From an optimization exercise on the open Yosys and OpenROAD flow, aimed at small area, a short achievable clock period and few clock cycles per item; shortcuts taken in it are not production practice.
At most, simulation tests tie the RTL to the original design; equivalence was not proved.
The RTL of runs 1 to 5 was laid out without a check of its function.

File: design/flow/flow/run.sh
#!/bin/bash
# Standard layout, with timing repair aiming at a larger setup margin.
set -euo pipefail
bash standard.sh SETUP_SLACK_MARGIN=8 finish > standard.log 2>&1
File: design/flow/standard.sh
#!/bin/bash
# synth_recipe.tcl (not shown) runs the flow's synth.tcl, then flattens the netlist and writes it again
# the make line also repeats each setting of config.mk as NAME=value (left out here)
make -C /OpenROAD-flow-scripts/flow DESIGN_CONFIG=/design/flow/config.mk WORK_HOME=/design/flow/orfs CLKGATE_MAP_FILE= SYNTH_SCRIPT=/design/flow/synth_recipe.tcl "${@:-finish}"
File: design/flow/config.mk
export PLATFORM = sky130hd
export DESIGN_NAME = tally_digest
export DESIGN_NICKNAME = tally_digest
export VERILOG_FILES = /design/flow/design.v
export SDC_FILE = /design/flow/constraint.sdc
export NUM_CORES = 4
export LEC_CHECK = 0
export CAP_MARGIN = 20
export CORE_MARGIN = 2
export CORE_UTILIZATION = 55
export SETUP_SLACK_MARGIN = 5
export SLEW_MARGIN = 20
File: design/flow/constraint.sdc
create_clock -name core_clock -period 12.0 [get_ports {clk}]
set_input_delay 2.4000 -clock core_clock [delete_from_list [all_inputs] [get_ports {clk}]]
set_output_delay 2.4000 -clock core_clock [all_outputs]
set_load 0.01 [all_outputs]
File: design/flow/design.v
module tally_digest (
    input  wire         clk,
    input  wire         rst,           
    input  wire         in_valid,
    output wire         in_ready,
    input  wire [63:0]  in_data,
    input  wire [7:0]   in_len,
    output wire         out_valid,
    input  wire         out_ready,
    output wire [127:0] out_digest
);
    localparam [31:0] IV0 = 32'h6a09e667, IV1 = 32'hbb67ae85,
                      IV2 = 32'h3c6ef372, IV3 = 32'ha54ff53a,
                      IV4 = 32'h510e527f, IV5 = 32'h9b05688c,
                      IV6 = 32'h1f83d9ab, IV7 = 32'h5be0cd19;
    function [31:0] rotr(input [31:0] x, input integer n);
        rotr = (x >> n) | (x << (32 - n));
    endfunction
    function [31:0] bsig0(input [31:0] x);
        bsig0 = rotr(x, 2) ^ rotr(x, 13) ^ rotr(x, 22);
    endfunction
    function [31:0] bsig1(input [31:0] x);
        bsig1 = rotr(x, 6) ^ rotr(x, 11) ^ rotr(x, 25);
    endfunction
    function [31:0] ssig0(input [31:0] x);
        ssig0 = rotr(x, 7) ^ rotr(x, 18) ^ (x >> 3);
    endfunction
    function [31:0] ssig1(input [31:0] x);
        ssig1 = rotr(x, 17) ^ rotr(x, 19) ^ (x >> 10);
    endfunction
    function [30:0] maj(input [30:0] x, input [30:0] y, input [30:0] z);
        maj = (x & y) | (x & z) | (y & z);
    endfunction
    function [31:0] bkadd(input [31:0] x, input [31:0] z);
        reg [31:0] gn, pn, gg, pp;
        integer i, l;
        begin
            gn = x & z; pn = x ^ z; gg = gn; pp = pn;
            for (l = 0; l < 5; l = l + 1)             
                for (i = 0; i < 32; i = i + 1)
                    if ((i % (2 << l)) == (2 << l) - 1) begin
                        gg[i] = gg[i] | (pp[i] & gg[i - (1 << l)]);
                        pp[i] = pp[i] & pp[i - (1 << l)];
                    end
            for (l = 3; l >= 0; l = l - 1)            
                for (i = 0; i < 32; i = i + 1)
                    if (i >= (3 << l) - 1 && (i % (2 << l)) == (1 << l) - 1) begin
                        gg[i] = gg[i] | (pp[i] & gg[i - (1 << l)]);
                        pp[i] = pp[i] & pp[i - (1 << l)];
                    end
            bkadd = pn ^ {gg[30:0], 1'b0};
        end
    endfunction
    function [31:0] kconst(input [5:0] i);
        case (i)
            6'd0:  kconst = 32'h428a2f98;  6'd1:  kconst = 32'h71374491;
            6'd2:  kconst = 32'hb5c0fbcf;  6'd3:  kconst = 32'he9b5dba5;
            6'd4:  kconst = 32'h3956c25b;  6'd5:  kconst = 32'h59f111f1;
            6'd6:  kconst = 32'h923f82a4;  6'd7:  kconst = 32'hab1c5ed5;
            6'd8:  kconst = 32'hd807aa98;  6'd9:  kconst = 32'h12835b01;
            6'd10: kconst = 32'h243185be;  6'd11: kconst = 32'h550c7dc3;
            6'd12: kconst = 32'h72be5d74;  6'd13: kconst = 32'h80deb1fe;
            6'd14: kconst = 32'h9bdc06a7;  6'd15: kconst = 32'hc19bf174;
            6'd16: kconst = 32'he49b69c1;  6'd17: kconst = 32'hefbe4786;
            6'd18: kconst = 32'h0fc19dc6;  6'd19: kconst = 32'h240ca1cc;
            6'd20: kconst = 32'h2de92c6f;  6'd21: kconst = 32'h4a7484aa;
            6'd22: kconst = 32'h5cb0a9dc;  6'd23: kconst = 32'h76f988da;
            6'd24: kconst = 32'h983e5152;  6'd25: kconst = 32'ha831c66d;
            6'd26: kconst = 32'hb00327c8;  6'd27: kconst = 32'hbf597fc7;
            6'd28: kconst = 32'hc6e00bf3;  6'd29: kconst = 32'hd5a79147;
            6'd30: kconst = 32'h06ca6351;  6'd31: kconst = 32'h14292967;
            6'd32: kconst = 32'h27b70a85;  6'd33: kconst = 32'h2e1b2138;
            6'd34: kconst = 32'h4d2c6dfc;  6'd35: kconst = 32'h53380d13;
            6'd36: kconst = 32'h650a7354;  6'd37: kconst = 32'h766a0abb;
            6'd38: kconst = 32'h81c2c92e;  6'd39: kconst = 32'h92722c85;
            6'd40: kconst = 32'ha2bfe8a1;  6'd41: kconst = 32'ha81a664b;
            6'd42: kconst = 32'hc24b8b70;  6'd43: kconst = 32'hc76c51a3;
            6'd44: kconst = 32'hd192e819;  6'd45: kconst = 32'hd6990624;
            6'd46: kconst = 32'hf40e3585;  6'd47: kconst = 32'h106aa070;
            6'd48: kconst = 32'h19a4c116;  6'd49: kconst = 32'h1e376c08;
            6'd50: kconst = 32'h2748774c;  6'd51: kconst = 32'h34b0bcb5;
            6'd52: kconst = 32'h391c0cb3;  6'd53: kconst = 32'h4ed8aa4a;
            6'd54: kconst = 32'h5b9cca4f;  6'd55: kconst = 32'h682e6ff3;
            6'd56: kconst = 32'h748f82ee;  6'd57: kconst = 32'h78a5636f;
            6'd58: kconst = 32'h84c87814;  6'd59: kconst = 32'h8cc70208;
            6'd60: kconst = 32'h90befffa;  6'd61: kconst = 32'ha4506ceb;
            6'd62: kconst = 32'hbef9a3f7;  default: kconst = 32'hc67178f2;
        endcase
    endfunction
    reg  [31:0] ring [0:15];
    reg  [31:0] a, b, c, d, e, f, g, h;
    reg  [31:0] ha0, ha1, ha2, ha3;    
    reg  [31:0] he0, he1, he2, he3;    
    reg  [31:0] p;
    reg  [31:0] kr;            
    reg         run;           
    reg  [6:0]  t;             
    reg  [4:0]  nrecv;         
    reg  [1:0]  blk;           
    reg  [7:0]  len;           
    reg         fin1, fin2;    
    reg         fin_first;     
    reg         fin_last;      
    reg  [1:0]  cform;         
    reg         ov;            
    reg         in_ready_r;
    reg         c63, c64;      
    reg         comp;          
    reg         civ;           
    reg  [1:0]  ck;            
    reg         ld;            
    reg         ld_iv;         
    reg         ld_ch;         
    assign in_ready   = in_ready_r;
    assign out_valid  = ov;
    assign out_digest = {ha0, ha1, ha2, ha3};
    wire [3:0]  s      = t[3:0];
    wire        early  = (t[6:4] == 3'd0);
    wire        first  = (blk == 2'd0);
    wire [7:0]  len8   = len + 8'd8;
    wire        last   = (blk == len8[7:6]);         
    wire        fresh  = run && early && ({1'b0, s} >= nrecv);
    wire        sched_sel = run && !early;
    wire        need   = ({blk, s[3:1], 3'b000} < len) || (first && s[3:1] == 3'd0);
    wire        abort_in  = fresh && !s[0] && need && !in_valid;
    wire        abort_out = run && (t == 7'd15) && first && ov && !out_ready;
    wire        abort  = abort_in || abort_out;
    wire        restart = (nrecv == 5'd0 || s == 4'd15) &&
                          (first || (cform == 2'd3 && !fin1 && !fin2));
    wire        st0  = first && (s == 4'd0);
    wire [31:0] half = s[0] ? in_data[31:0] : in_data[63:32];
    reg  [31:0] nw;
    reg  [7:0]  pos;
    reg         keep, is80;
    integer     i;
    always @(*) begin
        for (i = 0; i < 4; i = i + 1) begin
            pos = {blk, s, i[1:0]};
            if (st0) begin
                keep = (in_len > i[7:0]);
                is80 = (in_len == i[7:0]);
            end else begin
                keep = (pos < len);
                is80 = (pos == len);
            end
            nw[31 - 8*i -: 8] = keep ? half[31 - 8*i -: 8] : (is80 ? 8'h80 : 8'h00);
        end
        if (last && s == 4'd15)
            nw = nw | {21'd0, len, 3'd0};
    end
    wire [31:0] ss0 = ssig0(ring[1]);
    wire [31:0] ss1 = ssig1(ring[14]);
    wire [31:0] sx1 = ring[0] ^ ring[9] ^ ss0;
    wire [31:0] sc1 = {maj(ring[0][30:0], ring[9][30:0], ss0[30:0]), 1'b0};
    wire [31:0] sx2 = sx1 ^ sc1 ^ ss1;
    wire [31:0] sc2 = {maj(sx1[30:0], sc1[30:0], ss1[30:0]), 1'b0};
    wire [31:0] sched   = sx2 + sc2;
    wire [31:0] tail_in = sched_sel ? sched : (fresh ? nw : ring[0]);
    integer k;
    always @(posedge clk) begin
        for (k = 0; k < 15; k = k + 1)
            ring[k] <= ring[k + 1];
        ring[15] <= tail_in;
    end
    wire        rot    = !run && !first && (cform != 2'd3) && !fin1 && !fin2;
    wire        cshift = comp || rot || ld_ch;
    reg  [31:0] iva, ive;
    always @(*) begin
        case (ck)
            2'd0: begin iva = IV0; ive = IV4; end
            2'd1: begin iva = IV1; ive = IV5; end
            2'd2: begin iva = IV2; ive = IV6; end
            default: begin iva = IV3; ive = IV7; end
        endcase
    end
    wire [31:0] tail_a = civ ? iva : ha3;
    wire [31:0] tail_e = civ ? ive : he3;
    wire [31:0] sum_a  = tail_a + (comp ? a : 32'd0);
    wire [31:0] sum_e  = tail_e + (comp ? e : 32'd0);
    always @(posedge clk) begin
        if (cshift) begin
            ha0 <= sum_a; ha1 <= ha0; ha2 <= ha1; ha3 <= ha2;
            he0 <= sum_e; he1 <= he0; he2 <= he1; he3 <= he2;
        end
    end
    wire [31:0] la = ld_iv ? IV0 : sum_a;
    wire [31:0] lb = ld_iv ? IV1 : ha0;
    wire [31:0] lc = ld_iv ? IV2 : ha1;
    wire [31:0] ld_d = ld_iv ? IV3 : ha2;
    wire [31:0] le = ld_iv ? IV4 : sum_e;
    wire [31:0] lf = ld_iv ? IV5 : he0;
    wire [31:0] lg = ld_iv ? IV6 : he1;
    wire [31:0] lh = ld_iv ? IV7 : he2;
    wire [31:0] gsel = ld ? lh : g;
    wire [31:0] rs1 = bsig1(e);
    wire [31:0] rch = (e & f) ^ (~e & g);
    wire [31:0] rs0 = bsig0(a);
    wire [31:0] rmj = (a & b) | (a & c) | (b & c);
    wire [31:0] x1  = p ^ rs1 ^ rch;
    wire [31:0] c1  = {maj(p[30:0], rs1[30:0], rch[30:0]), 1'b0};
    wire [31:0] xe  = x1 ^ c1 ^ d;
    wire [31:0] ce  = {maj(x1[30:0], c1[30:0], d[30:0]), 1'b0};
    wire [31:0] x2  = x1 ^ c1 ^ rs0;
    wire [31:0] c2  = {maj(x1[30:0], c1[30:0], rs0[30:0]), 1'b0};
    wire [31:0] x3  = x2 ^ c2 ^ rmj;
    wire [31:0] c3  = {maj(x2[30:0], c2[30:0], rmj[30:0]), 1'b0};
    wire [31:0] a_new = x3 + c3;
    wire [31:0] e_new = xe + ce;
    wire [31:0] px   = ring[15] ^ kr ^ gsel;
    wire [31:0] pc   = {maj(ring[15][30:0], kr[30:0], gsel[30:0]), 1'b0};
    always @(posedge clk) begin
        kr <= kconst(t[5:0]);
        p  <= bkadd(px, pc);
        if (ld) begin
            a <= la; b <= lb; c <= lc; d <= ld_d;
            e <= le; f <= lf; g <= lg; h <= lh;
        end else begin
            a <= a_new; b <= a; c <= b; d <= c;
            e <= e_new; f <= e; g <= f; h <= g;
        end
    end
    always @(posedge clk) begin
        if (rst) begin
            run        <= 1'b0;
            t          <= 7'd0;
            nrecv      <= 5'd0;
            blk        <= 2'd0;
            fin1       <= 1'b0;
            fin2       <= 1'b0;
            c63        <= 1'b0;
            c64        <= 1'b0;
            comp       <= 1'b0;
            civ        <= 1'b0;
            ld         <= 1'b0;
            ld_iv      <= 1'b0;
            ld_ch      <= 1'b0;
            ov         <= 1'b0;
            in_ready_r <= 1'b0;
        end else begin
            c63  <= run && (t == 7'd62);
            c64  <= c63;
            fin1 <= c64;
            fin2 <= fin1;
            comp <= (run && t == 7'd62) || c63 || c64 || fin1;
            civ  <= ((run && t == 7'd62) || c63 || c64 || fin1) &&
                    ((run && t == 7'd62) ? first : fin_first);
            ck   <= fin1 ? 2'd0 : (c64 ? 2'd1 : (c63 ? 2'd2 : 2'd3));
            ld    <= run && (t == 7'd0) && !abort;
            ld_iv <= run && (t == 7'd0) && !abort && first;
            ld_ch <= run && (t == 7'd0) && !abort && !first;
            if (run && t == 7'd62) begin
                fin_first <= first;
                fin_last  <= last;
            end
            if (fin2 && fin_last)
                ov <= 1'b1;
            else if (ov && out_ready)
                ov <= 1'b0;
            if (fin2)
                cform <= 2'd0;
            else if (cshift)
                cform <= cform + 2'd1;
            in_ready_r <= fresh && !s[0] && need && in_valid;
            if (fresh && st0)
                len <= in_len;
            if (fresh && !abort_in)
                nrecv <= {1'b0, s} + 5'd1;
            else if (run && t == 7'd16)
                nrecv <= 5'd0;
            if (run) begin
                if (abort) begin
                    run <= 1'b0;
                    t   <= {3'd0, s + 4'd1};
                end else if (t == 7'd64) begin
                    t   <= 7'd0;
                    blk <= last ? 2'd0 : blk + 2'd1;
                end else begin
                    t   <= t + 7'd1;
                end
            end else if (restart) begin
                run <= 1'b1;
                t   <= 7'd0;
            end else begin
                t   <= {3'd0, s + 4'd1};
            end
        end
    end
endmodule
==> results.json, run 1 <==
{
  "status": "no timing/DRC/antenna violations",
  "num_rows": 110,
  "setup_viol": 0,
  "hold_viol_final": 0,
  "synth.net_count": 5097,
  "clock_path_buffers": 3,
  "clock.fmax_mhz": 207,
  "crit_fanout": 3,
  "synth_edf_count": 270,
  "holdPathEnd": "ring[2][31]",
  "cts-root-buf": "clkbuf_16",
  "grt_pass1_wl_mm": 228,
  "path_class": "reg2reg",
  "vias": 36300,
  "core_area_sq_um": 90300,
  "gp_congestion": 0.963,
  "nFillCells": 6773,
  "crit_arrival_ps": 5410,
  "netlist_top_cells_count": "826 x dfxtp_1, 449 x inv_1, 304 x xnor2_1, 270 x edfxtp_1, 259 x a21oi_1",
  "ys_seq_elements": 1096,
  "synth_cells": 4568,
  "syn_area_sq_um": 50300,
  "timing.rr.end": "e[29]",
  "r2r_cells": 18,
  "grt_usage": 0.330,
  "dpl.hpwl_mm": 111,
  "synth_top_area_cell": "dfxtp_1",
  "worstHoldStart": "ring[3][31]",
  "grt_pass1_vias": 34900,
  "fin_crit_sh": 0.403,
  "syn_avg_cell_area_sq_um": 11.0,
  "routed_wl_mm": 158,
  "num_io_pins": 206,
  "required_ps": 12580,
  "period_minus_slack_ps": 4830,
  "cts.htree.levels": 3,
  "die_y_microns": 306,
  "ant_nets": 0,
  "grt_max_degree": 141,
  "cts_tree": "done",
  "synth.most_common_cell": "dfxtp_1",
  "crit_start": "e[12]",
  "synth.distinct_cells": 96,
  "clk_latency_ps": 760,
  "place_area_sq_um": 53600,
  "fin_area_sq_um": 61900,
  "firstDrtPassIters": 7,
  "nets": 5434,
  "holdPathStages": 0,
  "clk_pin_slew_ps": 60,
  "drc": 0,
  "io_buffers": 205,
  "yosys_warnings": 2,
  "postCtsHoldBufs": 0,
  "cts_buffers": 110,
  "relSlewSlack": 0.274,
  "syn2layout_area_growth_pct": 23.0,
  "synth_area_leaders": "dfxtp_1 33%, edfxtp_1 16%, fa_1 9.3%, ha_1 5.5%, xnor2_1 5.3%",
  "rsz0062_at_grt": "true",
  "tightest_slew_ps": 1080,
  "drv_cap": 0,
  "viasPerCell": 5.88,
  "r2r_start": "e[12]",
  "cp-start-kind": "flop",
  "synth_ff_type": "dfxtp_1",
  "critPathCaptureType": "flop",
  "die_w_microns": 306,
  "cts_sinks": 1096,
  "layout-drive-gt1-share": 0.182,
  "slew_violations": 0,
  "antenna_found_initial": 2,
  "synth_seq_area_share": 0.490,
  "synth_top_area_share": 0.329,
  "synthArstFlopShare": 0,
  "grt.overflow.total": 0,
  "regMostFlops": "ring",
  "start_util": 0.557,
  "largest_reg_flops": 512,
  "worst-r2r-setup-slack_ps": 7170,
  "die_area_sq_um": 93900,
  "skew_ps": 65.7,
  "drtIter0Drc": 4038,
  "drt-wirelength-per-cell_microns": 25.6,
  "hold_path_class": "reg2reg",
  "finalSetupTns_ps": 0
}
## metal layers
layer | up-vias | share of wire | track usage
met5 | - | 0 | 0
met4 | 0 | 0.028 | 0.0939
met3 | 261 | 0.096 | 0.0742
met2 | 1623 | 0.43 | 0.479
met1 | 18100 | 0.44 | 0.493
li1 | 16400 | - | -
## per-stage QoR
| step | cells | util | hold WS, ps | setup WS [ps] |
|---|---|---|---|---|
| finish | 6179 | 0.685 | 282 | 7170 |
| CTS | 6121 | 0.667 | 288 | 7310 |
| global route | 6177 | 0.685 | 288 | 7090 |
| floorplan | 4568 | - | 310 | 7590 |
| detailed placement | 5768 | 0.594 | 312 | 6040 |
| global placement | 5768 | 0.594 | 310 | 6080 |
## worst max-delay path: stages (launching register included)
cell and delay, ps:
dfxtp_4 380, xnor2_4 260, xnor2_2 120, fa_1 500, inv_2 50, buf_4 120, fa_1 480, inv_1 50
ha_2 190, fa_2 360, a211o_1 310, o211ai_4 130, o221ai_4 170, a211oi_4 390, nor3b_4 110, a221o_2 430
o41ai_4 250, xor2_1 290, o21ai_0 110
## cell type report
type	count	area [sq um]	area share
Sequential cell	1096	24800	0.401
Multi-Input combinational cell	2804	25600	0.414
Inverter	454	1730	0.0279
Timing Repair Buffer	439	4240	0.0686
Tap cell	1176	1470	0.0238
Antenna cell	2	5.00	0.0000809
Clock inverter	61	847	0.0137
Clock buffer	147	3150	0.0508
## how the worst max path moves through the flow
stage | end | slack, ps | cells past startpoint
4_1_cts | a[31] | 7310 | 16
2_1_floorplan | a[31] | 7590 | 19
6_report | e[29] | 7170 | 18
3_3_place_gp | p[31] | 6080 | 21
5_1_grt | e[29] | 7090 | 18
3_5_place_dp | p[31] | 6040 | 21
## what timing repair did
item,in CTS,in global routing
buffers inserted,135,55
setup endpoints to repair,274,116
pin swaps,114,146
cloned,10,1
resized for setup,469,243
## logic make-up after synthesis
logic type,count (synthesis),share of synthesized area
buffers and inverters,669,0.0506
xor gates and xnor gates,405,0.0705
and+or+nand+nor,745,0.0707
AOI/OAI and AO/OA,1091,0.147
muxes,80,0.0181
adders and majority gates,482,0.153
DFF,1096,0.490
## cells in the final DEF, fill, tap and decap left out, drive strengths merged, types with 82 or more instances in the layout
cell type and instances:
a21oi 260, a22o 82, buf 225, clkbuf 148, dfxtp 826, dlygate4sd2 130, edfxtp 270, fa 233
ha 220, inv 457, nand2 187, nor2 221, o21ai 214, o22a 96, xnor2 304, xor2 101
==> run 2: changes to the inputs <==
--- a/design/flow/config.mk
+++ b/design/flow/config.mk
@@ -7,6 +7,6 @@
 export LEC_CHECK = 0
 export CAP_MARGIN = 20
 export CORE_MARGIN = 2
-export CORE_UTILIZATION = 55
+export CORE_UTILIZATION = 70
 export SETUP_SLACK_MARGIN = 5
 export SLEW_MARGIN = 20
==> run 2 against run 1 <==
Against the previous run: the flow now stops in global routing; synthesized area did not move; synthesized cell count unchanged.
==> results.json, run 2 <==
{
  "placed_cells": 5538,
  "ys_seq_elements": 1096,
  "lastStage": "global routing",
  "grt_usage": 0.646,
  "status": "did not finish",
  "synth_seq_area_share": 0.490,
  "gp_congestion": 1.03,
  "synth.most_common_cell": "dfxtp_1",
  "cts.htree.levels": 3,
  "die_y_microns": 272,
  "num_rows": 98,
  "yosys_warnings": 2,
  "synth.net_count": 5097,
  "syn_avg_cell_area_sq_um": 11.0,
  "clock_path_buffers": 3,
  "synth_cells": 4568,
  "die_w_microns": 272,
  "firstError": "[ERROR GRT-0232] Routing congestion too high. Check the congestion heatmap in the GUI.",
  "grt_max_degree": 117,
  "synth_edf_count": 270,
  "start_util": 0.705,
  "cts_buffers": 103,
  "netlist_top_cells_count": "826 x dfxtp_1, 449 x inv_1, 304 x xnor2_1, 270 x edfxtp_1, 259 x a21oi_1",
  "grt.overflow.total": 12,
  "synth_area_leaders": "dfxtp_1 33%, edfxtp_1 16%, fa_1 9.3%, ha_1 5.5%, xnor2_1 5.3%",
  "cts-root-buf": "clkbuf_16",
  "cts_sinks": 1096,
  "num_io_pins": 206,
  "syn_area_sq_um": 50300,
  "synth.distinct_cells": 96,
  "synth_top_area_cell": "dfxtp_1",
  "synthArstFlopShare": 0,
  "dpl.hpwl_mm": 111,
  "synth_ff_type": "dfxtp_1",
  "place_area_sq_um": 53300,
  "synth_top_area_share": 0.329,
  "io_buffers": 205
}
==> run 2: cell counts after synthesis <==
No cell type changed its count.
==> run 2: routing by layer <==
metal,GRT overflow,track usage
met3,4,0.484
met1,2,0.696
met4,2,0.516
met5,0,0.373
met2,4,0.801
==> run 2: stage by stage <==
step                setup WS [ps]  hold WS (ps)
floorplan                    7590           310
global placement             6190           310
detailed placement           5980           312
CTS                          7080           305
==> run 2: worst min path at each step <==
stage	end	slack (ps)	cells after the start
4_1_cts	ring[12][5]	300	0
3_5_place_dp	ring[11][15]	310	0
3_3_place_gp	ring[4][8]	310	0
2_1_floorplan	ring[10][0]	310	0
==> run 2: cell families after synthesis <==
group,Yosys count,share of synthesized area
flip-flops,1096,0.490
AO/OA/AOI/OAI,1091,0.147
AND/OR/NAND/NOR,745,0.0707
buffers and inverters,669,0.0506
adder cells (fa/ha/maj),482,0.153
XOR/XNOR,405,0.0705
multiplexers,80,0.0181
==> run 2: what timing repair did <==
item	4_1_cts
gates cloned	9
endpoints found under the setup margin	348
pin swaps	181
hold endpoints to repair	0
hold buffers	0
setup buffers	158
gates resized for setup	568
==> run 3: changes to the inputs <==
--- a/design/flow/config.mk
+++ b/design/flow/config.mk
@@ -7,6 +7,6 @@
 export LEC_CHECK = 0
 export CAP_MARGIN = 20
 export CORE_MARGIN = 2
-export CORE_UTILIZATION = 70
+export CORE_UTILIZATION = 45
 export SETUP_SLACK_MARGIN = 5
 export SLEW_MARGIN = 20
==> run 3 against run 2 <==
Against the previous run: synthesized cell count stayed put; synthesized area stayed put; the run now finishes clean.
==> results.json, run 3 <==
{
  "synth_area_leaders": "dfxtp_1 33%, edfxtp_1 16%, fa_1 9.3%, ha_1 5.5%, xnor2_1 5.3%",
  "hold_path_class": "reg2reg",
  "num_rows": 122,
  "syn_area_sq_um": 50300,
  "cts_buffers": 114,
  "drc": 0,
  "cp-start-kind": "flop",
  "largest_reg_flops": 512,
  "syn2layout_area_growth_pct": 22.7,
  "antenna_found_initial": 16,
  "clock_path_buffers": 3,
  "start_util": 0.454,
  "synth_cells": 4568,
  "die_w_microns": 338,
  "drv_cap": 0,
  "die_y_microns": 338,
  "vias": 35900,
  "slew_violations": 0,
  "critPathCaptureType": "flop",
  "ant_nets": 0,
  "synth_top_area_share": 0.329,
  "skew_ps": 52.2,
  "gp_congestion": 0.968,
  "place_area_sq_um": 54000,
  "grt_pass1_wl_mm": 230,
  "cts_tree": "done",
  "die_area_sq_um": 114000,
  "firstDrtPassIters": 6,
  "cts-root-buf": "clkbuf_16",
  "drtIter0Drc": 3377,
  "fin_crit_sh": 0.393,
  "drt-wirelength-per-cell_microns": 24.5,
  "path_class": "reg2reg",
  "routed_wl_mm": 159,
  "multi_input_area_sq_um": 25400,
  "clk_latency_ps": 740,
  "regArea_sq_um": 24800,
  "final_common_cell": "dfxtp_1",
  "netlist_top_cells_count": "826 x dfxtp_1, 449 x inv_1, 304 x xnor2_1, 270 x edfxtp_1, 259 x a21oi_1",
  "core_area_sq_um": 111000,
  "crit_arrival_ps": 5300,
  "relSlewSlack": 0.305,
  "period_minus_slack_ps": 4720,
  "setup_viol": 0,
  "synth.distinct_cells": 96,
  "tightest_slew_ps": 1040,
  "crit_fanout": 3,
  "cts.htree.levels": 3,
  "crit_path_cell_trace": "xnor2_4, xnor2_2, fa_1, inv_2, fa_1, fa_1, inv_2, ha_4, inv_2, fa_2, nor2b_4, o2111ai_4, nand3_4, a31oi_4, o21a_4, o211ai_1, a221oi_2, xnor2_1, a221o_1",
  "postCtsHoldBufs": 0,
  "required_ps": 12580,
  "cts_sinks": 1096,
  "clk_pin_slew_ps": 60,
  "critPathSlowestCell": "fa_1",
  "synth_ff_type": "dfxtp_1",
  "nFillCells": 9702,
  "rsz0062_at_grt": "true",
  "finalSetupTns_ps": 0,
  "synth_edf_count": 270,
  "io_buffers": 205,
  "layout-drive-gt1-share": 0.175,
  "nets": 5434,
  "grt_pass1_vias": 34700,
  "grt_max_degree": 140,
  "yosys_warnings": 2,
  "regMostFlops": "ring",
  "num_io_pins": 206,
  "grt_usage": 0.269,
  "status": "no timing/DRC/antenna violations",
  "dpl.hpwl_mm": 112,
  "synth_seq_area_share": 0.490,
  "synth.net_count": 5097,
  "synthArstFlopShare": 0,
  "fin_area_sq_um": 61700,
  "clock.fmax_mhz": 212,
  "grt.overflow.total": 0,
  "syn_avg_cell_area_sq_um": 11.0,
  "synth_top_area_cell": "dfxtp_1",
  "hold_viol_final": 0,
  "critical-path-max-stage-delay_ps": 460,
  "synth.most_common_cell": "dfxtp_1",
  "layout_common_cells": "762 x dfxtp_1, 424 x inv_1, 270 x edfxtp_1",
  "viasPerCell": 5.54,
  "ys_seq_elements": 1096
}
run 3: cell counts after synthesis:
Identical to the previous run, type by type.
run 3: routing by layer:
metal	vias up	routed length (microns)	track usage
met1	18000	72600	0.402
li1	16400	-	-
met2	1347	70600	0.407
met4	0	3510	0.0619
met5	-	0	0
met3	188	12500	0.0459
run 3: logic make-up after synthesis:
| group | count (synthesis) | share of synthesized area |
|---|---|---|
| buffers and inverters | 669 | 0.0506 |
| XOR/XNOR | 405 | 0.0705 |
| flip-flops | 1096 | 0.490 |
| adder cells (fa/ha/maj) | 482 | 0.153 |
| AND/OR/NAND/NOR | 745 | 0.0707 |
| multiplexers | 80 | 0.0181 |
| AO/OA/AOI/OAI | 1091 | 0.147 |
run 3: critical path: cells and delay by family, from the launching register on:
kind	cells	cell delay, ps
DFF	1	390
and+or+nand+nor	2	290
buffers and inverters	3	210
AOI/OAI and AO/OA	6	1260
xor gates and xnor gates	3	510
adders and majority gates	5	1910
run 3: area by class of cell:
class                           count  share of cell area
Multi-Input combinational cell   2806               0.412
Sequential cell                  1096               0.402
Timing Repair Buffer              431              0.0654
Clock buffer                      169              0.0538
Tap cell                         1488              0.0302
Inverter                          454              0.0281
Clock inverter                     43             0.00833
Timing Repair inverter              2            0.000284
Antenna cell                        2           0.0000811
run 3: path summary, 6_finish.rpt:
check	cells past startpoint	endpoint	startpoint	slack, ps
hold reg to reg	0	ring[11][16]	ring[12][16]	310
setup / recovery	19	a[31]	e[26]	7280
setup reg to reg	19	a[31]	e[26]	7280
hold / removal	0	ring[11][16]	ring[12][16]	310
run 3: what timing repair did:
item,CTS,global route
buffers inserted,125,64
gates resized for setup,436,244
pin swaps,102,187
endpoints found under the setup margin,318,112
cloned,9,1
run 3: metrics by stage:
stage / setup slack [ps] / instances / hold WS, ps / utilization
4_1_cts: 7350 / 6424 / 305 / 0.542
3_3_place_gp: 6130 / 6078 / 310 / 0.487
6_report: 7280 / 6491 / 305 / 0.557
5_1_grt: 7180 / 6489 / 311 / 0.557
2_1_floorplan: 7590 / 4568 / 310 / -
3_5_place_dp: 6100 / 6078 / 312 / 0.487
==> run 4: changes to the inputs <==
--- a/design/flow/config.mk
+++ b/design/flow/config.mk
@@ -10,3 +10,4 @@
 export CORE_UTILIZATION = 45
 export SETUP_SLACK_MARGIN = 5
 export SLEW_MARGIN = 20
+export TNS_END_PERCENT = 5
==> run 4 against run 3 <==
Against the previous run: first-iteration DRC count grew 11%; critical path type unchanged; still clean on timing, DRC and antenna; final area shrank 2.0%; sequential cell count is the same; largest cell class is now registers.
==> results.json, run 4 <==
{
  "path_class": "reg2reg",
  "gr-usage-met1": 0.392,
  "slew_violations": 0,
  "io_buffers": 205,
  "status": "no timing/DRC/antenna violations",
  "ant_nets": 0,
  "regMostFlops": "ring",
  "dpl.hpwl_mm": 113,
  "synth.most_common_cell": "dfxtp_1",
  "relSlewSlack": 0.282,
  "grt_usage": 0.265,
  "nets": 5358,
  "grt_pass1_wl_mm": 226,
  "place_area_sq_um": 53700,
  "syn_avg_cell_area_sq_um": 11.0,
  "skew_ps": 75.4,
  "netlist_top_cells_count": "826 x dfxtp_1, 449 x inv_1, 304 x xnor2_1, 270 x edfxtp_1, 259 x a21oi_1",
  "gp_congestion": 0.942,
  "critPathCaptureType": "flop",
  "cts_buffers": 110,
  "synth_seq_area_share": 0.490,
  "num_rows": 122,
  "num_io_pins": 206,
  "syn_area_sq_um": 50300,
  "grt.overflow.total": 0,
  "viasPerCell": 5.54,
  "drc": 0,
  "synth_cells": 4568,
  "fin_crit_sh": 0.398,
  "synth_top_area_share": 0.329,
  "clock.fmax_mhz": 210,
  "rsz0062_at_grt": "true",
  "largest_reg_flops": 512,
  "layout-drive-gt1-share": 0.139,
  "drtIter0Drc": 3740,
  "use_met2": 0.396,
  "final_common_cell": "dfxtp_1",
  "hold_path_class": "reg2reg",
  "die_area_sq_um": 114000,
  "synth_ff_type": "dfxtp_1",
  "clk_latency_ps": 750,
  "routed_wl_mm": 156,
  "required_ps": 12590,
  "cts-root-buf": "clkbuf_16",
  "cts_tree": "done",
  "core_area_sq_um": 111000,
  "synthArstFlopShare": 0,
  "drt-wirelength-per-cell_microns": 24.3,
  "clk_pin_slew_ps": 70,
  "period_minus_slack_ps": 4770,
  "cts_sinks": 1096,
  "yosys_warnings": 2,
  "grt.busiest_layer": "met2",
  "crit_arrival_ps": 5360,
  "layout_common_cells": "763 x dfxtp_1, 434 x inv_1, 271 x xnor2_1",
  "die_y_microns": 338,
  "drv_cap": 0,
  "syn2layout_area_growth_pct": 20.3,
  "start_util": 0.454,
  "grt_pass1_vias": 34300,
  "synth_area_leaders": "dfxtp_1 33%, edfxtp_1 16%, fa_1 9.3%, ha_1 5.5%, xnor2_1 5.3%",
  "hold_viol_final": 0,
  "postCtsHoldBufs": 0,
  "synth.net_count": 5097,
  "setup_viol": 0,
  "fin_area_sq_um": 60500,
  "antenna_found_initial": 8,
  "synth_top_area_cell": "dfxtp_1",
  "synth.distinct_cells": 96,
  "die_w_microns": 338,
  "clock_path_buffers": 3,
  "cp-start-kind": "flop",
  "firstDrtPassIters": 5,
  "grt_max_degree": 98,
  "tightest_slew_ps": 1070,
  "finalSetupTns_ps": 0,
  "grt_util_met3": 0.0554,
  "ys_seq_elements": 1096,
  "vias": 35500,
  "synth_edf_count": 270,
  "cts.htree.levels": 3,
  "crit_fanout": 3,
  "nFillCells": 9688
}
run 4: cell counts after synthesis:
Identical to the previous run, type by type.
run 4: layer usage:
metal  wire length (microns)  up-vias  share of wire
met5                      39        -        0.00025
met4                    3340        6          0.021
met3                   12900      211          0.083
met2                   68300     1262           0.44
met1                   71100    17800           0.46
li1                        -    16300              -
run 4: final timing paths:
check | start | to | slack [ps] | cells after the start
min reg2reg | ring[10][0] | ring[9][0] | 290 | 0
max reg2reg | e[27] | a[31] | 7230 | 18
min | ring[10][0] | ring[9][0] | 290 | 0
max | e[27] | a[31] | 7230 | 18
run 4: cell families after synthesis:
logic type	after synthesis	share of synthesized area
DFF	1096	0.490
AOI/OAI and AO/OA	1091	0.147
and+or+nand+nor	745	0.0707
buffers and inverters	669	0.0506
adders and majority gates	482	0.153
xor gates and xnor gates	405	0.0705
muxes	80	0.0181
run 4: final cells by class:
type | instances | area [sq um] | area share
Multi-Input combinational cell | 2804 | 24500 | 0.406
Tap cell | 1488 | 1860 | 0.0308
Clock buffer | 150 | 3150 | 0.0520
Antenna cell | 1 | 2.50 | 0.0000414
Inverter | 454 | 1720 | 0.0284
Timing Repair inverter | 1 | 8.76 | 0.000145
Sequential cell | 1096 | 24800 | 0.410
Clock inverter | 57 | 803 | 0.0133
Timing Repair Buffer | 362 | 3620 | 0.0598
run 4: metrics by stage:
step	util	worst slack (ps)	hold WS, ps	cells
2_1_floorplan	-	7550	310	4568
4_1_cts	0.534	7350	276	6362
3_3_place_gp	0.485	5740	310	6083
3_5_place_dp	0.485	5600	312	6083
6_report	0.546	7230	290	6413
5_1_grt	0.546	7150	291	6413
run 4: repair_timing:
| item | 4_1_cts | 5_1_grt |
|---|---|---|
| gates resized for setup | 172 | 202 |
| endpoints found under the hold margin | 0 | 0 |
| setup endpoints to repair | 329 | 322 |
| cloned | 8 | 0 |
| setup buffers | 64 | 50 |
| pin swaps | 34 | 96 |
run 4: critical path, stage by stage (launching register included):
cell,delay [ps]
dfxtp_4,400
xnor2_4,170
xnor2_2,160
fa_1,500
inv_2,50
fa_1,490
inv_2,40
fa_1,520
inv_1,80
fa_2,410
nor2b_2,160
o2111ai_2,150
nand3_2,130
a31oi_4,140
o21a_4,250
o211ai_1,370
a221oi_2,110
xnor2_1,150
a221o_1,350
==> run 5: changes to the inputs <==
==> design/flow/flow/run.sh (replaced) <==
#!/bin/bash
# Standard layout; timing repair aims at a larger setup margin, and the
# port buffers are the smallest buffer (repair resizes them as needed).
set -euo pipefail
bash standard.sh SETUP_SLACK_MARGIN=8 "BUFFER_PORTS_ARGS=-buffer_cell sky130_fd_sc_hd__buf_1" finish > standard.log 2>&1
==> run 5 against run 4 <==
Against the previous run: the run now fails in detailed routing; global-route usage decreased by 0.62 points; synthesized cell count is the same; synthesized area is the same.
==> results.json, run 5 <==
{
  "endpoint_type": "register input",
  "dpl.hpwl_mm": 112,
  "syn_area_sq_um": 50300,
  "start_util": 0.454,
  "die_w_microns": 338,
  "yosys_warnings": 2,
  "syn_avg_cell_area_sq_um": 11.0,
  "grt_pass1_wl_mm": 221,
  "grt_pass1_vias": 34200,
  "synth_edf_count": 270,
  "firstError": "[ERROR DRT-1231] Pin _6864_/A does not have access point",
  "pre_cts_ws_ps": 6080,
  "netlist_top_cells_count": "826 x dfxtp_1, 449 x inv_1, 304 x xnor2_1, 270 x edfxtp_1, 259 x a21oi_1",
  "lastStage": "detailed routing",
  "gp_congestion": 0.954,
  "synth.net_count": 5097,
  "cts.htree.levels": 3,
  "synth_top_area_share": 0.329,
  "die_y_microns": 338,
  "grt_usage": 0.259,
  "synth_cells": 4568,
  "postCtsHoldBufs": 0,
  "synthArstFlopShare": 0,
  "antenna_found_initial": 19,
  "place_area_sq_um": 52500,
  "synth_top_area_cell": "dfxtp_1",
  "grt_max_degree": 87,
  "synth.most_common_cell": "dfxtp_1",
  "crit_endpoint": "a[31]$_DFF_P_/D",
  "cts-root-buf": "clkbuf_16",
  "cts_sinks": 1096,
  "synth_area_leaders": "dfxtp_1 33%, edfxtp_1 16%, fa_1 9.3%, ha_1 5.5%, xnor2_1 5.3%",
  "ys_seq_elements": 1096,
  "cts_buffers": 109,
  "synth.distinct_cells": 96,
  "synth_ff_type": "dfxtp_1",
  "num_io_pins": 206,
  "grt.overflow.total": 0,
  "num_rows": 122,
  "status": "did not finish",
  "io_buffers": 205,
  "synth_seq_area_share": 0.490,
  "clock_path_buffers": 3
}
[run 5: per-layer routing]
metal  track usage
met5       0.00667
met4         0.104
met3        0.0677
met2         0.375
met1         0.366
[run 5: cells by family after synthesis]
| family | synth area share |
|---|---|
| and+or+nand+nor | 0.0707 |
| DFF | 0.490 |
| xor gates and xnor gates | 0.0705 |
| buffers and inverters | 0.0506 |
| adders and majority gates | 0.153 |
| AOI/OAI and AO/OA | 0.147 |
| muxes | 0.0181 |
[run 5: through the flow]
| stage | utilization | instances | hold WS (ps) |
|---|---|---|---|
| after floorplan | - | 4568 | 310 |
| after global placement | 0.473 | 6083 | 310 |
| after detailed placement | 0.473 | 6083 | 312 |
| after CTS | 0.516 | 6329 | 294 |
| after global routing | 0.521 | 6349 | 303 |
[run 5: worst max-delay path by stage]
stage               startpoint    end  slack [ps]  cells past startpoint
global placement            ld  p[31]        6050                     20
floorplan                 e[1]  a[31]        7550                     19
CTS                      e[26]  a[31]        7310                     19
detailed placement          ld  p[31]        6080                     20
global route             e[26]  a[31]        7190                     19
[run 5: repair_timing]
action                                  4_1_cts  5_1_grt
gates resized for setup                     129      110
gates cloned                                  6        0
buffers inserted                             35       19
pin swaps                                    31       38
endpoints found under the setup margin      258      233
==> run 6: changes to the inputs <==
--- a/design/flow/design.v
+++ b/design/flow/design.v
@@ -49,6 +49,22 @@
                         pp[i] = pp[i] & pp[i - (1 << l)];
                     end
             bkadd = pn ^ {gg[30:0], 1'b0};
+        end
+    endfunction
+    function [31:0] ksadd_ld(input [31:0] x, input [31:0] z, input ld, input [31:0] v);
+        reg [31:0] gg, pp, gn, pn;
+        integer i, l;
+        begin
+            gg = x & z; pp = x ^ z; gn = gg; pn = pp;
+            for (l = 0; l < 5; l = l + 1) begin
+                for (i = 31; i >= 0; i = i - 1)
+                    if (i >= (1 << l)) begin
+                        gn[i] = gg[i] | (pp[i] & gg[i - (1 << l)]);
+                        pn[i] = pp[i] & pp[i - (1 << l)];
+                    end
+                gg = gn; pp = pn;
+            end
+            ksadd_ld = (ld ? v : (x ^ z)) ^ ({gg[30:0], 1'b0} & {32{!ld}});
         end
     endfunction
     function [31:0] kconst(input [5:0] i);
@@ -204,19 +220,21 @@
     wire [31:0] c2  = {maj(x1[30:0], c1[30:0], rs0[30:0]), 1'b0};
     wire [31:0] x3  = x2 ^ c2 ^ rmj;
     wire [31:0] c3  = {maj(x2[30:0], c2[30:0], rmj[30:0]), 1'b0};
-    wire [31:0] a_new = x3 + c3;
-    wire [31:0] e_new = xe + ce;
+    wire [31:0] a_nxt = ksadd_ld(x3, c3, ld, la);
+    wire [31:0] e_nxt = ksadd_ld(xe, ce, ld, le);
     wire [31:0] px   = ring[15] ^ kr ^ gsel;
     wire [31:0] pc   = {maj(ring[15][30:0], kr[30:0], gsel[30:0]), 1'b0};
     always @(posedge clk) begin
         kr <= kconst(t[5:0]);
         p  <= bkadd(px, pc);
+        a <= a_nxt;
+        e <= e_nxt;
         if (ld) begin
-            a <= la; b <= lb; c <= lc; d <= ld_d;
-            e <= le; f <= lf; g <= lg; h <= lh;
+            b <= lb; c <= lc; d <= ld_d;
+            f <= lf; g <= lg; h <= lh;
         end else begin
-            a <= a_new; b <= a; c <= b; d <= c;
-            e <= e_new; f <= e; g <= f; h <= g;
+            b <= a; c <= b; d <= c;
+            f <= e; g <= f; h <= g;
         end
     end
     always @(posedge clk) begin
==> design/flow/flow/run.sh (replaced) <==
#!/bin/bash
# Standard layout, with timing repair aiming at a larger setup margin.
set -euo pipefail
bash standard.sh SETUP_SLACK_MARGIN=8 finish > standard.log 2>&1
==> run 6 against run 5 <==
Against the previous run: now clean on timing, DRC and antenna; synthesized cell count is 2.9% lower; synthesized area is 1.9% lower; global-route usage is 0.75 points higher.
==> results.json, run 6 <==
{
  "status": "no timing/DRC/antenna violations",
  "synth_area_leaders": "dfxtp_1 33%, edfxtp_1 16%, fa_1 8.2%, xnor2_1 6.5%, ha_1 5.7%",
  "syn2layout_area_growth_pct": 20.3,
  "synth.distinct_cells": 88,
  "cts-root-buf": "clkbuf_16",
  "synth_top_area_share": 0.335,
  "ys_seq_elements": 1096,
  "synth_seq_area_share": 0.499,
  "netlist_top_cells_count": "826 x dfxtp_1, 369 x xnor2_1, 351 x inv_1, 270 x edfxtp_1, 227 x nand2_1",
  "layout_common_cells": "767 x dfxtp_1, 339 x inv_1, 320 x xnor2_1",
  "start_util": 0.453,
  "grt_usage": 0.266,
  "die_w_microns": 335,
  "io_buffers": 205,
  "cts.htree.levels": 3,
  "critPathCaptureType": "flop",
  "routed-wl-met2_mm": 69.8,
  "gp_congestion": 0.947,
  "hold_viol_final": 0,
  "crit_start": "e[26]",
  "nets": 5180,
  "place_area_sq_um": 52700,
  "skew_ps": 56.3,
  "fin_hold_ws_ps": 282,
  "num_antenna_cells": 0,
  "clk_pin_slew_ps": 60,
  "synth_edf_count": 270,
  "drt-wirelength-per-cell_microns": 24.6,
  "fin_crit_sh": 0.381,
  "viasPerCell": 5.55,
  "synth.most_common_cell": "dfxtp_1",
  "drtIter0Drc": 2918,
  "synth.net_count": 4940,
  "highest_layer": "met4",
  "cts_tree": "done",
  "rsz0062_at_grt": "true",
  "cp-start-kind": "flop",
  "final_common_cell": "dfxtp_1",
  "worstHoldStart": "ring[3][6]",
  "period_minus_slack_ps": 4570,
  "grt.overflow.total": 0,
  "die_y_microns": 335,
  "finalSetupTns_ps": 0,
  "num_rows": 121,
  "synth_cells": 4437,
  "grt_max_degree": 160,
  "crit_fanout": 4,
  "antenna_found_initial": 1,
  "final_cells": 6191,
  "clk_latency_ps": 740,
  "firstDrtPassIters": 6,
  "die_area_sq_um": 112000,
  "synth_ff_type": "dfxtp_1",
  "setup_viol": 0,
  "syn_area_sq_um": 49400,
  "synth_top_area_cell": "dfxtp_1",
  "crit_arrival_ps": 5190,
  "slew_violations": 0,
  "synthArstFlopShare": 0,
  "dr_wl_met3_mm": 9.01,
  "grt_pass1_wl_mm": 221,
  "drv_cap": 0,
  "core_area_sq_um": 109000,
  "syn_avg_cell_area_sq_um": 11.1,
  "tightest_slew_ps": 1150,
  "grt_pass1_vias": 33600,
  "r2r_start": "e[26]",
  "drc": 0,
  "clock_path_buffers": 3,
  "relSlewSlack": 0.235,
  "cts_buffers": 113,
  "layout-drive-gt1-share": 0.130,
  "placed_cells": 5879,
  "num_io_pins": 206,
  "m1WireLength_mm": 66.8,
  "vias": 34400,
  "cts_sinks": 1096,
  "clock.fmax_mhz": 219,
  "path_class": "reg2reg",
  "ant_nets": 0,
  "dpl.hpwl_mm": 108,
  "routed_wl_mm": 152,
  "hold_path_class": "reg2reg",
  "largest_reg_flops": 512,
  "yosys_warnings": 2,
  "required_ps": 12620,
  "regMostFlops": "ring",
  "fin_area_sq_um": 59400
}
run 6: critical path, stage by stage (launching register included):
cell and delay (ps):
dfxtp_4 360, clkinvlp_4 190, xnor2_4 230, fa_2 590, a21oi_1 80, a21o_1 190, fa_1 550, ha_4 230
a211oi_4 320, nor4_4 90, o211ai_1 290, o211ai_1 130, buf_4 160, a311o_1 340, a21o_1 230, a221oi_2 250
xor2_1 170, o21ai_1 70
run 6: logic make-up after synthesis:
| family | count (synthesis) | synth area share |
|---|---|---|
| flops | 1096 | 0.499 |
| simple gates | 772 | 0.0738 |
| compound gates | 989 | 0.135 |
| xor+xnor | 459 | 0.0814 |
| mux | 82 | 0.0181 |
| fa+ha+maj | 479 | 0.150 |
| buf+inv | 560 | 0.0426 |
run 6: timing repair:
| item | CTS | global route |
|---|---|---|
| endpoints found under the setup margin | 356 | 261 |
| pin swaps | 72 | 77 |
| hold buffers | 0 | 0 |
| cloned | 9 | 0 |
| setup buffers | 67 | 21 |
| resized for setup | 222 | 152 |
run 6: cell type report:
class                   count  area [sq um]
inverters                 354          1360
fillers                  9275         49500
flip-flops and latches   1096         24800
repair buffers            327          3290
clock inverters            57           757
multi-input cells        2784         24200
clock buffers             158          3240
repair inverters            1          8.76
well taps                1414          1770
run 6: through the flow:
stage          utilization  setup slack (ps)
6_report             0.546              7430
5_1_grt              0.546              7310
4_1_cts              0.537              7440
3_5_place_dp         0.484              5250
3_3_place_gp         0.484              5300
2_1_floorplan            -              7580
run 6: path summary, 6_finish.rpt:
| path | end | slack (ps) | cells after the start |
|---|---|---|---|
| hold / removal | ring[2][6] | 280 | 0 |
| setup / recovery | a[21] | 7430 | 17 |
| hold reg to reg | ring[2][6] | 280 | 0 |
| setup reg to reg | a[21] | 7430 | 17 |
run 6: metal layers:
layer  vias to the layer above  global-route usage
met5                         -                   0
met4                         0               0.110
met3                       288              0.0371
met2                      1308               0.426
met1                     16900               0.362
li1                      15900                   -
Testbench counts of run 6, summed over its fixed seeds: cycles 320,482, items 1,920.
==> run 7: changes to the inputs <==
--- a/design/flow/design.v
+++ b/design/flow/design.v
@@ -30,26 +30,6 @@
     endfunction
     function [30:0] maj(input [30:0] x, input [30:0] y, input [30:0] z);
         maj = (x & y) | (x & z) | (y & z);
-    endfunction
-    function [31:0] bkadd(input [31:0] x, input [31:0] z);
-        reg [31:0] gn, pn, gg, pp;
-        integer i, l;
-        begin
-            gn = x & z; pn = x ^ z; gg = gn; pp = pn;
-            for (l = 0; l < 5; l = l + 1)             
-                for (i = 0; i < 32; i = i + 1)
-                    if ((i % (2 << l)) == (2 << l) - 1) begin
-                        gg[i] = gg[i] | (pp[i] & gg[i - (1 << l)]);
-                        pp[i] = pp[i] & pp[i - (1 << l)];
-                    end
-            for (l = 3; l >= 0; l = l - 1)            
-                for (i = 0; i < 32; i = i + 1)
-                    if (i >= (3 << l) - 1 && (i % (2 << l)) == (1 << l) - 1) begin
-                        gg[i] = gg[i] | (pp[i] & gg[i - (1 << l)]);
-                        pp[i] = pp[i] & pp[i - (1 << l)];
-                    end
-            bkadd = pn ^ {gg[30:0], 1'b0};
-        end
     endfunction
     function [31:0] ksadd_ld(input [31:0] x, input [31:0] z, input ld, input [31:0] v);
         reg [31:0] gg, pp, gn, pn;
@@ -170,7 +150,7 @@
     wire [31:0] sc1 = {maj(ring[0][30:0], ring[9][30:0], ss0[30:0]), 1'b0};
     wire [31:0] sx2 = sx1 ^ sc1 ^ ss1;
     wire [31:0] sc2 = {maj(sx1[30:0], sc1[30:0], ss1[30:0]), 1'b0};
-    wire [31:0] sched   = sx2 + sc2;
+    wire [31:0] sched   = ksadd_ld(sx2, sc2, 1'b0, 32'd0);
     wire [31:0] tail_in = sched_sel ? sched : (fresh ? nw : ring[0]);
     integer k;
     always @(posedge clk) begin
@@ -191,8 +171,8 @@
     end
     wire [31:0] tail_a = civ ? iva : ha3;
     wire [31:0] tail_e = civ ? ive : he3;
-    wire [31:0] sum_a  = tail_a + (comp ? a : 32'd0);
-    wire [31:0] sum_e  = tail_e + (comp ? e : 32'd0);
+    wire [31:0] sum_a  = ksadd_ld(tail_a, comp ? a : 32'd0, 1'b0, 32'd0);
+    wire [31:0] sum_e  = ksadd_ld(tail_e, comp ? e : 32'd0, 1'b0, 32'd0);
     always @(posedge clk) begin
         if (cshift) begin
             ha0 <= sum_a; ha1 <= ha0; ha2 <= ha1; ha3 <= ha2;
@@ -226,7 +206,7 @@
     wire [31:0] pc   = {maj(ring[15][30:0], kr[30:0], gsel[30:0]), 1'b0};
     always @(posedge clk) begin
         kr <= kconst(t[5:0]);
-        p  <= bkadd(px, pc);
+        p  <= ksadd_ld(px, pc, 1'b0, 32'd0);
         a <= a_nxt;
         e <= e_nxt;
         if (ld) begin
==> design/flow/flow/run.sh (replaced) <==
#!/bin/bash
# Standard layout; timing repair aims at a larger setup margin, and the
# port buffers are the smallest buffer (repair resizes them as needed).
set -euo pipefail
bash standard.sh SETUP_SLACK_MARGIN=8 "BUFFER_PORTS_ARGS=-buffer_cell sky130_fd_sc_hd__buf_1" finish > standard.log 2>&1
==> run 7 against run 6 <==
Against the previous run: still clean on timing, DRC and antenna; final area decreased by 2.9%; wire length increased by 0.77%; register-to-register slack improved by 20 ps; synthesized cell count increased by 2.5%; via count increased by 1.4%; critical path type unchanged.
==> results.json, run 7 <==
{
  "status": "no timing/DRC/antenna violations",
  "die_area_sq_um": 113000,
  "cts.htree.levels": 3,
  "clk_pin_slew_ps": 60,
  "synthXorXnorAreaFrac": 0.0832,
  "worst-r2r-setup-slack_ps": 7450,
  "cp-start-kind": "flop",
  "gp_congestion": 0.951,
  "cts_tree": "done",
  "crit_arrival_ps": 5180,
  "synth_compound_area_frac": 0.138,
  "drv_cap": 0,
  "cts_buffers": 113,
  "synthArstFlopShare": 0,
  "largest_reg_flops": 512,
  "grt_max_degree": 80,
  "fin_crit_sh": 0.379,
  "synth_cells": 4546,
  "critPathCaptureType": "flop",
  "layout_common_cells": "774 x dfxtp_1, 402 x inv_1, 308 x xnor2_1",
  "path_class": "reg2reg",
  "grt_pass1_wl_mm": 224,
  "synth_seq_area_share": 0.497,
  "relSlewSlack": 0.270,
  "synth_top_area_share": 0.333,
  "regMostFlops": "ring",
  "nets": 5241,
  "holdPathEnd": "ring[6][30]",
  "setup_viol": 0,
  "crit_fanout": 6,
  "hold_viol_final": 0,
  "netlist_top_cells_count": "826 x dfxtp_1, 409 x inv_1, 339 x xnor2_1, 270 x edfxtp_1, 257 x a21oi_1",
  "io_buffers": 205,
  "die_y_microns": 336,
  "num_io_pins": 206,
  "syn_area_sq_um": 49600,
  "holdPathStages": 0,
  "synth.most_common_cell": "dfxtp_1",
  "start_util": 0.454,
  "firstDrtPassIters": 6,
  "required_ps": 12630,
  "final_common_cell": "dfxtp_1",
  "layout-drive-gt1-share": 0.109,
  "drc": 0,
  "skew_ps": 102,
  "clk_latency_ps": 750,
  "syn2layout_area_growth_pct": 16.2,
  "worstHoldStart": "ring[7][30]",
  "syn_avg_cell_area_sq_um": 10.9,
  "timing.rr.end": "a[31]",
  "synth_top_area_cell": "dfxtp_1",
  "grt_pass1_vias": 34100,
  "yosys.area_share.simple": 0.0744,
  "synth.net_count": 5031,
  "clock.fmax_mhz": 220,
  "num_rows": 121,
  "cts-root-buf": "clkbuf_16",
  "period_minus_slack_ps": 4550,
  "core_area_sq_um": 109000,
  "routed_wl_mm": 153,
  "hold_path_class": "reg2reg",
  "yosys_warnings": 2,
  "grt_usage": 0.268,
  "setup_slack_ps": 7450,
  "synth_top_family_by_area": "adder cells",
  "pre_cts_ws_ps": 6530,
  "ys_seq_elements": 1096,
  "die_w_microns": 336,
  "viasPerCell": 5.50,
  "tightest_slew_ps": 1100,
  "r2r_start": "e[13]",
  "cts_sinks": 1096,
  "vias": 34900,
  "grt.overflow.total": 0,
  "synth_edf_count": 270,
  "antenna_found_initial": 3,
  "r2r_cells": 20,
  "synth_ff_type": "dfxtp_1",
  "synth_area_leaders": "dfxtp_1 33%, edfxtp_1 16%, fa_1 7.6%, xnor2_1 6.0%, ha_1 5.6%",
  "rsz0062_at_grt": "true",
  "drtIter0Drc": 3170,
  "dpl.hpwl_mm": 111,
  "synthAdderAreaFrac": 0.142,
  "ant_nets": 0,
  "synth.distinct_cells": 84,
  "slew_violations": 0,
  "clock_path_buffers": 3,
  "drt-wirelength-per-cell_microns": 24.2,
  "synth.area.mux_share": 0.0188,
  "finalSetupTns_ps": 0
}
run 7: metal layers:
metal	routed length, microns	global-route usage	up-vias	share of wire
met2	69600	0.415	1200	0.45
met4	4740	0.0843	4	0.031
met3	10000	0.0416	242	0.065
li1	-	-	16100	-
met1	69100	0.385	17400	0.45
met5	26	0	-	0.00017
run 7: final cells by class:
class / instances / area, sq um
well taps: 1476 / 1850
inverters: 413 / 1560
fillers: 9631 / 51500
multi-input cells: 2836 / 23700
diodes: 1 / 2.50
clock buffers: 159 / 3270
repair buffers: 296 / 1770
clock inverters: 55 / 697
flip-flops and latches: 1096 / 24800
run 7: what timing repair did:
item / CTS / global route
hold buffers: 0 / 0
pin swaps: 60 / 38
cloned: 5 / 0
buffers inserted: 40 / 14
setup endpoints to repair: 136 / 128
resized for setup: 199 / 66
run 7: critical path, cell delays in order, from the launching register on:
cell and delay (ps):
dfxtp_4 390, xor2_2 200, xnor2_2 290, fa_2 540, xnor2_2 200, xnor2_1 160, fa_1 480, ha_4 320
a211oi_4 80, nor3_4 240, nor4_4 50, buf_6 140, buf_12 120, nor4_4 410, o21ai_2 120, a31oi_2 170
buf_4 150, nand4_1 90, nand2_1 90, xnor2_1 110, a21oi_1 80
run 7: worst max-delay path by stage:
| stage | start | end | slack (ps) | cells past startpoint |
|---|---|---|---|---|
| after floorplan | e[13] | a[24] | 7680 | 18 |
| after global placement | e[8] | a[24] | 6540 | 17 |
| after detailed placement | e[8] | a[24] | 6530 | 17 |
| after CTS | e[29] | a[30] | 7500 | 16 |
| after global routing | e[9] | a[31] | 7260 | 21 |
| final | e[13] | a[31] | 7450 | 20 |
run 7: cells by family after synthesis:
family	after synthesis
DFF	1096
AOI/OAI and AO/OA	1037
and+or+nand+nor	789
buffers and inverters	614
xor gates and xnor gates	471
adders and majority gates	459
muxes	80
run 7: per-stage QoR:
stage / hold slack [ps] / cell area, sq um / instances / utilization
global route: 278 / 57600 / 6331 / 0.528
CTS: 273 / 57200 / 6317 / 0.524
detailed placement: 312 / 51800 / 6058 / 0.474
global placement: 310 / 51800 / 6058 / 0.474
floorplan: 310 / 49600 / 4546 / -
finish: 274 / 57600 / 6332 / 0.528
Testbench counts of run 7, summed over its fixed seeds: cycles 320,482, items 1,920.
==> run 8: changes to the inputs <==
==> design/flow/flow/run.sh (replaced) <==
#!/bin/bash
# Standard layout; timing repair aims at a larger setup margin, and the
# port buffers are the smallest buffer (repair resizes them as needed).
# If detailed routing fails (a pin without access point, say), the layout
# is made again from scratch with one site of padding beside each cell.
set -uo pipefail
ARGS=(SETUP_SLACK_MARGIN=8 "BUFFER_PORTS_ARGS=-buffer_cell sky130_fd_sc_hd__buf_1")
if ! bash standard.sh "${ARGS[@]}" finish > standard.log 2>&1; then
    mv orfs orfs_failed && rm -rf orfs_failed/results orfs_failed/objects
    rm -f out/final.def
    bash standard.sh "${ARGS[@]}" CELL_PAD_IN_SITES_DETAIL_PLACEMENT=1 finish > standard_retry.log 2>&1
fi
--- a/design/flow/config.mk
+++ b/design/flow/config.mk
@@ -8,6 +8,8 @@
 export CAP_MARGIN = 20
 export CORE_MARGIN = 2
 export CORE_UTILIZATION = 45
+export CTS_CLUSTER_DIAMETER = 100
+export CTS_CLUSTER_SIZE = 24
 export SETUP_SLACK_MARGIN = 5
 export SLEW_MARGIN = 20
 export TNS_END_PERCENT = 5
==> run 8 against run 7 <==
Against the previous run: cell count is 2.1% lower; global-route usage is 0.35 points lower; register-to-register slack worse by 20 ps; sequential cell count stayed put; largest cell class unchanged; final area is 4.3% lower; critical path type unchanged; clock skew is 31 ps lower; critical endpoint is now a[24]; sequential share of layout area is 1.9 points higher.
==> results.json, run 8 <==
{
  "status": "no timing/DRC/antenna violations",
  "grt_max_degree": 80,
  "largest_reg_flops": 512,
  "required_ps": 12610,
  "viasPerCell": 5.54,
  "critPathCaptureType": "flop",
  "cts_buffers": 53,
  "synth.net_count": 5031,
  "setup_viol": 0,
  "ys_seq_elements": 1096,
  "skew_ps": 71.2,
  "multi_input_area_sq_um": 23700,
  "cp-start-kind": "flop",
  "die_area_sq_um": 113000,
  "synth_top_area_cell": "dfxtp_1",
  "dpl.hpwl_mm": 111,
  "r2r_cells": 19,
  "grt.overflow.total": 0,
  "drv_cap": 0,
  "synth_edf_count": 270,
  "cts_tree": "done",
  "worst-r2r-setup-slack_ps": 7430,
  "cts-root-buf": "clkbuf_16",
  "crit_arrival_ps": 5170,
  "tightest_slew_ps": 1100,
  "holdPathStages": 0,
  "path_class": "reg2reg",
  "syn_area_sq_um": 49600,
  "nFillCells": 9828,
  "clock_path_buffers": 3,
  "crit_path_cell_trace": "xor2_2, xnor2_2, fa_2, xnor2_4, xnor2_2, fa_1, ha_4, a211oi_4, nor3_4, nor4_4, buf_6, buf_12, o31ai_4, a31oi_4, o21ai_4, o31ai_4, o21ai_1, xnor2_1, o21ai_1",
  "synth_ff_type": "dfxtp_1",
  "ant_nets": 0,
  "highest_layer": "met5",
  "antenna_found_initial": 7,
  "yosys_warnings": 2,
  "finalSetupTns_ps": 0,
  "synth_cells": 4546,
  "fin_crit_sh": 0.381,
  "r2r_start": "e[13]",
  "fin_area_sq_um": 55200,
  "pre_cts_ws_ps": 6530,
  "synth.most_common_cell": "dfxtp_1",
  "synthArstFlopShare": 0,
  "rsz0062_at_grt": "true",
  "worstHoldStart": "ring[3][5]",
  "grt_usage": 0.264,
  "routed-wl-met2_mm": 68.6,
  "netlist_top_cells_count": "826 x dfxtp_1, 409 x inv_1, 339 x xnor2_1, 270 x edfxtp_1, 257 x a21oi_1",
  "clk_pin_slew_ps": 110,
  "core_area_sq_um": 109000,
  "firstDrtPassIters": 6,
  "dr_wl_met3_mm": 10.7,
  "fin_hold_ws_ps": 295,
  "start_util": 0.454,
  "regMostFlops": "ring",
  "layout_common_cells": "775 x dfxtp_1, 400 x inv_1, 309 x xnor2_1",
  "syn_avg_cell_area_sq_um": 10.9,
  "cts.htree.levels": 2,
  "io_buffers": 205,
  "regArea_sq_um": 24800,
  "m1WireLength_mm": 68.1,
  "clk_latency_ps": 720,
  "grt_pass1_vias": 33200,
  "period_minus_slack_ps": 4570,
  "num_io_pins": 206,
  "synth_top_area_share": 0.333,
  "synth_seq_area_share": 0.497,
  "grt_pass1_wl_mm": 220,
  "drt-wirelength-per-cell_microns": 24.5,
  "critical-path-max-stage-delay_ps": 570,
  "crit_fanout": 5,
  "syn2layout_area_growth_pct": 11.3,
  "num_rows": 121,
  "nets": 5178,
  "place_area_sq_um": 51800,
  "synth.distinct_cells": 84,
  "die_y_microns": 336,
  "vias": 34400,
  "drtIter0Drc": 3374,
  "final_util": 0.505,
  "critPathSlowestCell": "fa_2",
  "drc": 0,
  "cts_sinks": 1096,
  "layout-drive-gt1-share": 0.0813,
  "setup_slack_ps": 7430,
  "slew_violations": 0,
  "relSlewSlack": 0.267,
  "routed_wl_mm": 152,
  "die_w_microns": 336,
  "gp_congestion": 0.951,
  "final_common_cell": "dfxtp_1",
  "hold_path_class": "reg2reg",
  "holdPathEnd": "ring[2][5]",
  "hold_viol_final": 0,
  "clock.fmax_mhz": 219,
  "timing.rr.end": "a[24]",
  "synth_area_leaders": "dfxtp_1 33%, edfxtp_1 16%, fa_1 7.6%, xnor2_1 6.0%, ha_1 5.6%"
}
-- run 8: critical path: cells and delay by family (launching register included) --
| kind | cells | cell delay (ps) |
|---|---|---|
| AND/OR/NAND/NOR | 2 | 240 |
| buffers and inverters | 2 | 260 |
| adder cells (fa/ha/maj) | 3 | 1370 |
| XOR/XNOR | 5 | 950 |
| AO/OA/AOI/OAI | 7 | 1260 |
| flip-flops | 1 | 390 |
-- run 8: how the worst max path moves through the flow --
stage | start | to | slack (ps) | cells after the start
after CTS | ring[1][18] | ring[15][24] | 7460 | 16
after detailed placement | e[8] | a[24] | 6530 | 17
after global placement | e[8] | a[24] | 6540 | 17
final | e[13] | a[24] | 7430 | 19
after global routing | e[12] | a[31] | 7240 | 20
after floorplan | e[13] | a[24] | 7680 | 18
-- run 8: final cells by class --
type | count | area share
Clock inverter | 9 | 0.00231
Timing Repair Buffer | 293 | 0.0325
Multi-Input combinational cell | 2836 | 0.429
Inverter | 413 | 0.0283
Clock buffer | 76 | 0.0256
Tap cell | 1476 | 0.0335
Sequential cell | 1096 | 0.449
Antenna cell | 1 | 0.0000454
-- run 8: through the flow --
| stage | instances |
|---|---|
| detailed placement | 6058 |
| global route | 6199 |
| finish | 6200 |
| floorplan | 4546 |
| global placement | 6058 |
| CTS | 6186 |
-- run 8: cell families after synthesis --
kind of cell / share of synthesized area
DFF: 0.497
AOI/OAI and AO/OA: 0.138
and+or+nand+nor: 0.0744
buffers and inverters: 0.0465
xor gates and xnor gates: 0.0832
adders and majority gates: 0.142
muxes: 0.0188
-- run 8: per-layer routing --
layer,up-vias,global-route usage
met5,-,0
met4,4,0.0757
met3,208,0.0320
met2,1241,0.412
met1,17100,0.387
li1,15800,-
-- run 8: timing repair --
action	CTS	global route
gates resized for setup	183	71
setup buffers	36	13
setup endpoints to repair	135	129
pin swaps	43	38
cloned	7	0
hold buffers	0	0

==> separate check: timing with driven ports <==
The flow's constraints put no driver on any port. The routed layouts listed below were extracted and timed again, unchanged, in two steps.
Step 1 assumes that a clkbuf_16 drives the clock port and a buf_2 every other input.
Step 2 adds t to the input delays and takes it off the output delays; t is the mean of the earliest and latest rising clock arrival at the registers after step 1. Input paths then give back, and output paths get back, about the clock's delay inside the block.
Three values: no drivers, after step 1, after step 2; two values: the first two.
| run | shift t [ns] | setup slack, ns | hold WS [ns] | latest minus earliest clock arrival (ns) |
|---|---|---|---|---|
| run 1 | 0.788 | 7.168 / 7.168 / 7.168 | 0.282 / 0.282 / 0.282 | 0.071 / 0.070 |
| run 3 | 0.781 | 7.280 / 7.280 / 7.280 | 0.305 / 0.305 / 0.305 | 0.053 / 0.052 |
| run 4 | 0.786 | 7.227 / 7.227 / 6.740 | 0.290 / 0.290 / 0.290 | 0.093 / 0.093 |
| run 6 | 0.782 | 7.433 / 7.433 / 7.251 | 0.282 / 0.282 / 0.282 | 0.060 / 0.060 |
| run 7 | 0.775 | 7.450 / 7.450 / 7.444 | 0.274 / 0.274 / 0.274 | 0.106 / 0.106 |
| run 8 | 0.746 | 7.432 / 7.432 / 7.410 | 0.295 / 0.295 / 0.295 | 0.075 / 0.075 |
After both steps setup and hold are still met in every run listed. The setup slack of run 4, which loses most, moves by 0.000 ns with the drivers and by -0.487 ns with both steps.
